Source: an optimization exercise on an open RTL-to-GDS flow (aim: small area, a short achievable clock period and few clock cycles per item). Production flows keep margins and buffers that such runs may drop.
In this exercise RTL edits were held to simulation tests only and were not proved equivalent to the original.

==> flow/design.v <==
module sha256_fp (
    input  wire         clk,
    input  wire         rst,         
    input  wire         in_valid,
    input  wire [63:0]  in_data,
    output wire         in_ready,
    output reg          fp_valid,
    output wire [255:0] fp
);
    reg [511:0] w;           
    reg [31:0]  a, b, c, d, e, f, g;
    reg [31:0]  hk;          
    reg [31:0]  ha0, ha1, ha2, ha3;      
    reg [31:0]  he0, he1, he2, he3;      
    reg [63:0]  hb;          
    reg         hbv;
    reg [5:0]   rnd;         
    reg         run;         
    reg         rpad;        
    reg [3:0]   nb;          
    reg [6:0]   lc;          
    reg         f62, f63;    
    reg         f63i;        
    reg         upd;         
    localparam FASTA = 0;    
    localparam [31:0] I0 = 32'h6a09e667, I1 = 32'hbb67ae85, I2 = 32'h3c6ef372, I3 = 32'ha54ff53a,
                      I4 = 32'h510e527f, I5 = 32'h9b05688c, I6 = 32'h1f83d9ab, I7 = 32'h5be0cd19;
    reg [31:0] kt;
    always @(*) begin
        case (rnd)
            6'd0: kt = 32'h71374491; 6'd1: kt = 32'hb5c0fbcf; 6'd2: kt = 32'he9b5dba5; 6'd3: kt = 32'h3956c25b;
            6'd4: kt = 32'h59f111f1; 6'd5: kt = 32'h923f82a4; 6'd6: kt = 32'hab1c5ed5; 6'd7: kt = 32'hd807aa98;
            6'd8: kt = 32'h12835b01; 6'd9: kt = 32'h243185be; 6'd10: kt = 32'h550c7dc3; 6'd11: kt = 32'h72be5d74;
            6'd12: kt = 32'h80deb1fe; 6'd13: kt = 32'h9bdc06a7; 6'd14: kt = 32'hc19bf174; 6'd15: kt = 32'he49b69c1;
            6'd16: kt = 32'hefbe4786; 6'd17: kt = 32'h0fc19dc6; 6'd18: kt = 32'h240ca1cc; 6'd19: kt = 32'h2de92c6f;
            6'd20: kt = 32'h4a7484aa; 6'd21: kt = 32'h5cb0a9dc; 6'd22: kt = 32'h76f988da; 6'd23: kt = 32'h983e5152;
            6'd24: kt = 32'ha831c66d; 6'd25: kt = 32'hb00327c8; 6'd26: kt = 32'hbf597fc7; 6'd27: kt = 32'hc6e00bf3;
            6'd28: kt = 32'hd5a79147; 6'd29: kt = 32'h06ca6351; 6'd30: kt = 32'h14292967; 6'd31: kt = 32'h27b70a85;
            6'd32: kt = 32'h2e1b2138; 6'd33: kt = 32'h4d2c6dfc; 6'd34: kt = 32'h53380d13; 6'd35: kt = 32'h650a7354;
            6'd36: kt = 32'h766a0abb; 6'd37: kt = 32'h81c2c92e; 6'd38: kt = 32'h92722c85; 6'd39: kt = 32'ha2bfe8a1;
            6'd40: kt = 32'ha81a664b; 6'd41: kt = 32'hc24b8b70; 6'd42: kt = 32'hc76c51a3; 6'd43: kt = 32'hd192e819;
            6'd44: kt = 32'hd6990624; 6'd45: kt = 32'hf40e3585; 6'd46: kt = 32'h106aa070; 6'd47: kt = 32'h19a4c116;
            6'd48: kt = 32'h1e376c08; 6'd49: kt = 32'h2748774c; 6'd50: kt = 32'h34b0bcb5; 6'd51: kt = 32'h391c0cb3;
            6'd52: kt = 32'h4ed8aa4a; 6'd53: kt = 32'h5b9cca4f; 6'd54: kt = 32'h682e6ff3; 6'd55: kt = 32'h748f82ee;
            6'd56: kt = 32'h78a5636f; 6'd57: kt = 32'h84c87814; 6'd58: kt = 32'h8cc70208; 6'd59: kt = 32'h90befffa;
            6'd60: kt = 32'ha4506ceb; 6'd61: kt = 32'hbef9a3f7; 6'd62: kt = 32'hc67178f2; default: kt = 32'h428a2f98;
        endcase
    end
    wire [3:0] ph   = rnd[3:0];
    wire       free = rnd[5:4] == 2'b11;             
    wire       padl = lc[6];                         
    wire       slot = free && ph[0] && !nb[3] && (ph[3:1] == nb[2:0]);
    wire       ins  = slot && (padl || hbv);
    wire       drain = slot && !padl && hbv;
    wire       start = f63 && (nb[3] || (nb[2:0] == 3'd7 && ins)) && !(run && rpad);
    assign in_ready = !hbv;
    wire accept = in_valid && !hbv;
    wire ld63   = f63 && run && !rst;                
    wire [31:0] bw0 = padl ? {nb[2:0] == 3'd0, 31'd0} : hb[63:32];
    wire [31:0] bw1 = padl ? {16'd0, nb[2:0] == 3'd7, 15'd0} : hb[31:0];
    function [31:0] rotr;
        input [31:0] x;
        input integer n;
        rotr = (x >> n) | (x << (32 - n));
    endfunction
    wire [31:0] s1  = rotr(e, 6) ^ rotr(e, 11) ^ rotr(e, 25);
    wire [31:0] ch  = (e & f) ^ (~e & g);
    wire [31:0] s0  = rotr(a, 2) ^ rotr(a, 13) ^ rotr(a, 22);
    wire [31:0] maj = (a & b) ^ (a & c) ^ (b & c);
    wire [31:0] t_s, t_c, x1_s, x1_c, x2_s, x2_c, y1_s, y1_c;
    csa u_t  (hk,   ch,   s1,   t_s,  t_c);
    csa u_x1 (t_s,  t_c,  s0,   x1_s, x1_c);
    csa u_x2 (x1_s, x1_c, maj,  x2_s, x2_c);
    csa u_y1 (t_s,  t_c,  d,    y1_s, y1_c);
    wire [31:0] a_n, e_n;
    add32 #(.FAST(FASTA)) u_an (x2_s, x2_c, 1'b0, a_n);
    add32 #(.FAST(FASTA)) u_en (y1_s, y1_c, 1'b0, e_n);
    wire [31:0] df_s, df_c, df;
    csa u_df (c, he2, ~ha2, df_s, df_c);
    add32 u_dfa (df_s, df_c, 1'b1, df);
    wire [31:0] w0  = w[31:0];
    wire [31:0] w1  = w[63:32];
    wire [31:0] w9  = w[319:288];
    wire [31:0] w14 = w[479:448];
    wire [31:0] w15 = w[511:480];
    wire [31:0] sg0 = rotr(w1, 7) ^ rotr(w1, 18) ^ (w1 >> 3);
    wire [31:0] sg1 = rotr(w14, 17) ^ rotr(w14, 19) ^ (w14 >> 10);
    wire [31:0] ws_s, ws_c, wt_s, wt_c, w16;
    csa u_w1 (w0,   w9,   sg0,  ws_s, ws_c);
    csa u_w2 (ws_s, ws_c, sg1,  wt_s, wt_c);
    add32 u_w16 (wt_s, wt_c, 1'b0, w16);
    wire [31:0] k_s, k_c, k2_s, k2_c, hk_n;
    csa u_k  (kt,  w1,  f63 ? he2 : g,      k_s,  k_c);
    csa u_k2 (k_s, k_c, f62 ? ha2 : 32'd0,  k2_s, k2_c);
    add32 u_hk (k2_s, k2_c, 1'b0, hk_n);
    wire [31:0] ffa, ffe;
    add32 u_ffa (ha0, upd ? a : 32'd0, 1'b0, ffa);
    add32 u_ffe (he0, upd ? e : 32'd0, 1'b0, ffe);
    function [255:0] digest_bytes;
        input [255:0] hv;        
        integer k;
        begin
            for (k = 0; k < 32; k = k + 1)
                digest_bytes[8*k +: 8] = hv[255-8*k -: 8];
        end
    endfunction
    assign fp = digest_bytes({ha0, ha3, ha2, ha1, he0, he3, he2, he1});
    always @(posedge clk) begin
        w[447:0]   <= w[479:32];
        w[479:448] <= ins ? bw0 : w15;
        w[511:480] <= ins ? bw1 : (free ? w0 : w16);
        hk <= hk_n;
        a <= f63i ? ha1 : a_n;
        b <= f63 ? ffa : a;
        c <= f63 ? ha3 : b;
        d <= f63 ? ha2 : f62 ? df : c;
        e <= f63i ? he1 : e_n;
        f <= f63 ? ffe : e;
        g <= f63 ? he3 : f;
        if (accept)
            hb <= {in_data[7:0],   in_data[15:8],  in_data[23:16], in_data[31:24],
                   in_data[39:32], in_data[47:40], in_data[55:48], in_data[63:56]};
        if (ld63) begin
            ha0 <= a_n;
            he0 <= e_n;
        end else if (rst || fp_valid) begin
            ha0 <= I3;
            he0 <= I7;
        end else begin
            ha0 <= ha1;
            he0 <= he1;
        end
        if (rst || fp_valid) begin
            {ha1, ha2, ha3} <= {I2, I1, I0};
            {he1, he2, he3} <= {I6, I5, I4};
        end else begin
            ha1 <= ha2;
            ha2 <= ha3;
            ha3 <= ffa;
            he1 <= he2;
            he2 <= he3;
            he3 <= ffe;
        end
    end
    always @(posedge clk) begin
        if (rst) begin
            hbv      <= 1'b0;
            rnd      <= 6'd49;
            run      <= 1'b0;
            rpad     <= 1'b0;
            nb       <= 4'd0;
            lc       <= 7'd0;
            f62      <= 1'b0;
            f63      <= 1'b0;
            f63i     <= 1'b0;
            upd      <= 1'b0;
            fp_valid <= 1'b0;
        end else begin
            if (accept)
                hbv <= 1'b1;
            else if (drain)
                hbv <= 1'b0;
            fp_valid <= f63 && run && rpad;
            if (f63) begin
                rnd <= start ? 6'd0 : 6'd48;
                run <= start;
            end else begin
                rnd <= rnd + 6'd1;
            end
            f62  <= rnd == 6'd61;
            f63  <= rnd == 6'd62;
            f63i <= rnd == 6'd62 && !run;
            upd  <= run && (rnd == 6'd60 || rnd == 6'd61 || rnd == 6'd62);
            if (start) begin
                nb   <= 4'd0;
                rpad <= padl;
                lc   <= padl ? 7'd0 : lc + 7'd1;
            end else if (ins) begin
                nb <= nb + 4'd1;
            end
        end
    end
endmodule
module csa (
    input  wire [31:0] x,
    input  wire [31:0] y,
    input  wire [31:0] z,
    output wire [31:0] s,
    output wire [31:0] c
);
    assign s = x ^ y ^ z;
    wire [31:0] m = (x & y) | (x & z) | (y & z);
    assign c = {m[30:0], 1'b0};
endmodule
module add32 #(parameter FAST = 0) (
    input  wire [31:0] x,
    input  wire [31:0] y,
    input  wire        ci,
    output wire [31:0] s
);
    generate if (FAST == 1) begin : g_tool
        assign s = x + y + {31'd0, ci};
    end else if (FAST == 2) begin : g_ks
        wire [31:0] p0 = x ^ y;
        reg  [31:0] G, P, Gn, Pn;
        integer l, i;
        always @(*) begin
            G = (x & y) | {31'd0, p0[0] & ci};
            P = p0;
            for (l = 0; l < 5; l = l + 1) begin
                Gn = G; Pn = P;
                for (i = 31; i >= (1 << l); i = i - 1) begin
                    Gn[i] = G[i] | (P[i] & G[i - (1 << l)]);
                    Pn[i] = P[i] & P[i - (1 << l)];
                end
                G = Gn; P = Pn;
            end
        end
        assign s = p0 ^ {G[30:0], ci};
    end else begin : g_skl
        wire [31:0] p0 = x ^ y;
        reg  [31:0] G, P;
        integer l, i;
        always @(*) begin
            G = (x & y) | {31'd0, p0[0] & ci};
            P = p0;
            for (l = 0; l < 5; l = l + 1)
                for (i = 31; i >= 0; i = i - 1)
                    if (i & (1 << l)) begin
                        G[i] = G[i] | (P[i] & G[((i >> l) << l) - 1]);
                        P[i] = P[i] & P[((i >> l) << l) - 1];
                    end
        end
        assign s = p0 ^ {G[30:0], ci};
    end endgenerate
endmodule
clock: 12.0 ns
lec_check: 0
cap_margin: 20
core_margin: 2
core_utilization: 60
place_density: 0.7
slew_margin: 20
standard.sh (not shown) runs the stock make flow with config.mk's settings and CLKGATE_MAP_FILE= SYNTH_SCRIPT=/design/flow/synth_recipe.tcl, a recipe that flattens the netlist after the stock synthesis.
==> flow/flow/run.sh <==
#!/bin/bash
# Layout flow: the standard ORFS flow (standard.sh) unchanged, except
#  - every port still gets its own buffer, but a buf_1 instead of the
#    default delay buffer.
set -euo pipefail
bash standard.sh SETUP_SLACK_MARGIN=7.5 "BUFFER_PORTS_ARGS=-buffer_cell sky130_fd_sc_hd__buf_1" finish > standard.log 2>&1
Testbench counts at the start, summed over its fixed seeds: cycles 133,752, blocks 32.
Rerun with:
--- a/flow/design.v
+++ b/flow/design.v
@@ -121,18 +121,24 @@
             hb <= {in_data[7:0],   in_data[15:8],  in_data[23:16], in_data[31:24],
                    in_data[39:32], in_data[47:40], in_data[55:48], in_data[63:56]};
         if (ld63) begin
             ha0 <= a_n;
             he0 <= e_n;
-        end else if (rst || fp_valid) begin
+        end else if (rst) begin
+            ha0 <= I0;
+            he0 <= I4;
+        end else if (fp_valid) begin
             ha0 <= I3;
             he0 <= I7;
         end else begin
             ha0 <= ha1;
             he0 <= he1;
         end
-        if (rst || fp_valid) begin
+        if (rst) begin
+            {ha1, ha2, ha3} <= {I3, I2, I1};
+            {he1, he2, he3} <= {I7, I6, I5};
+        end else if (fp_valid) begin
             {ha1, ha2, ha3} <= {I2, I1, I0};
             {he1, he2, he3} <= {I6, I5, I4};
         end else begin
             ha1 <= ha2;
             ha2 <= ha3;
@@ -143,11 +149,11 @@
         end
     end
     always @(posedge clk) begin
         if (rst) begin
             hbv      <= 1'b0;
-            rnd      <= 6'd49;
+            rnd      <= 6'd48;
             run      <= 1'b0;
             rpad     <= 1'b0;
             nb       <= 4'd0;
             lc       <= 7'd0;
             f62      <= 1'b0;
Wire length came out lower by 8.6%.
Clock-buffer cell count came out higher by 5.
Final cell count is about the same.
Utilization came out lower by 1.4 points.
Worst setup slack is better by 53 ps.
Fmax came out higher by 1.1%.
Testbench counts after the change, summed over its fixed seeds: cycles 133,760, blocks 32.

[afterwards: timing with drivers on the ports]
In the flow no input, the clock included, has a driving cell. The finished layouts below were timed again as built, in two steps. Step 1, drivers: a clkbuf_16 drives clk and a buf_2 each remaining input, both assumed. Step 2, shift: input delay + t, output delay - t, t = (earliest + latest rising clock arrival at the registers) / 2. This alone moves slack from input paths to output paths. a / b / c = ideal ports / drivers / drivers and shift; a / b = the first two.
run	shift t [ns]	setup WS [ns]	worst setup path at the end	latest minus earliest clock arrival (ns)	pins driven straight from the clock port
the first run	0.788	7.037 / 7.037 / 6.794	input to register	0.054 / 0.054	1
the second run	0.785	7.090 / 7.090 / 6.781	input to register	0.066 / 0.066	1
After both steps setup and hold are still met in every run listed. The setup slack of the second run, which loses most, moves by 0.000 ns with the drivers and by -0.309 ns with both steps.
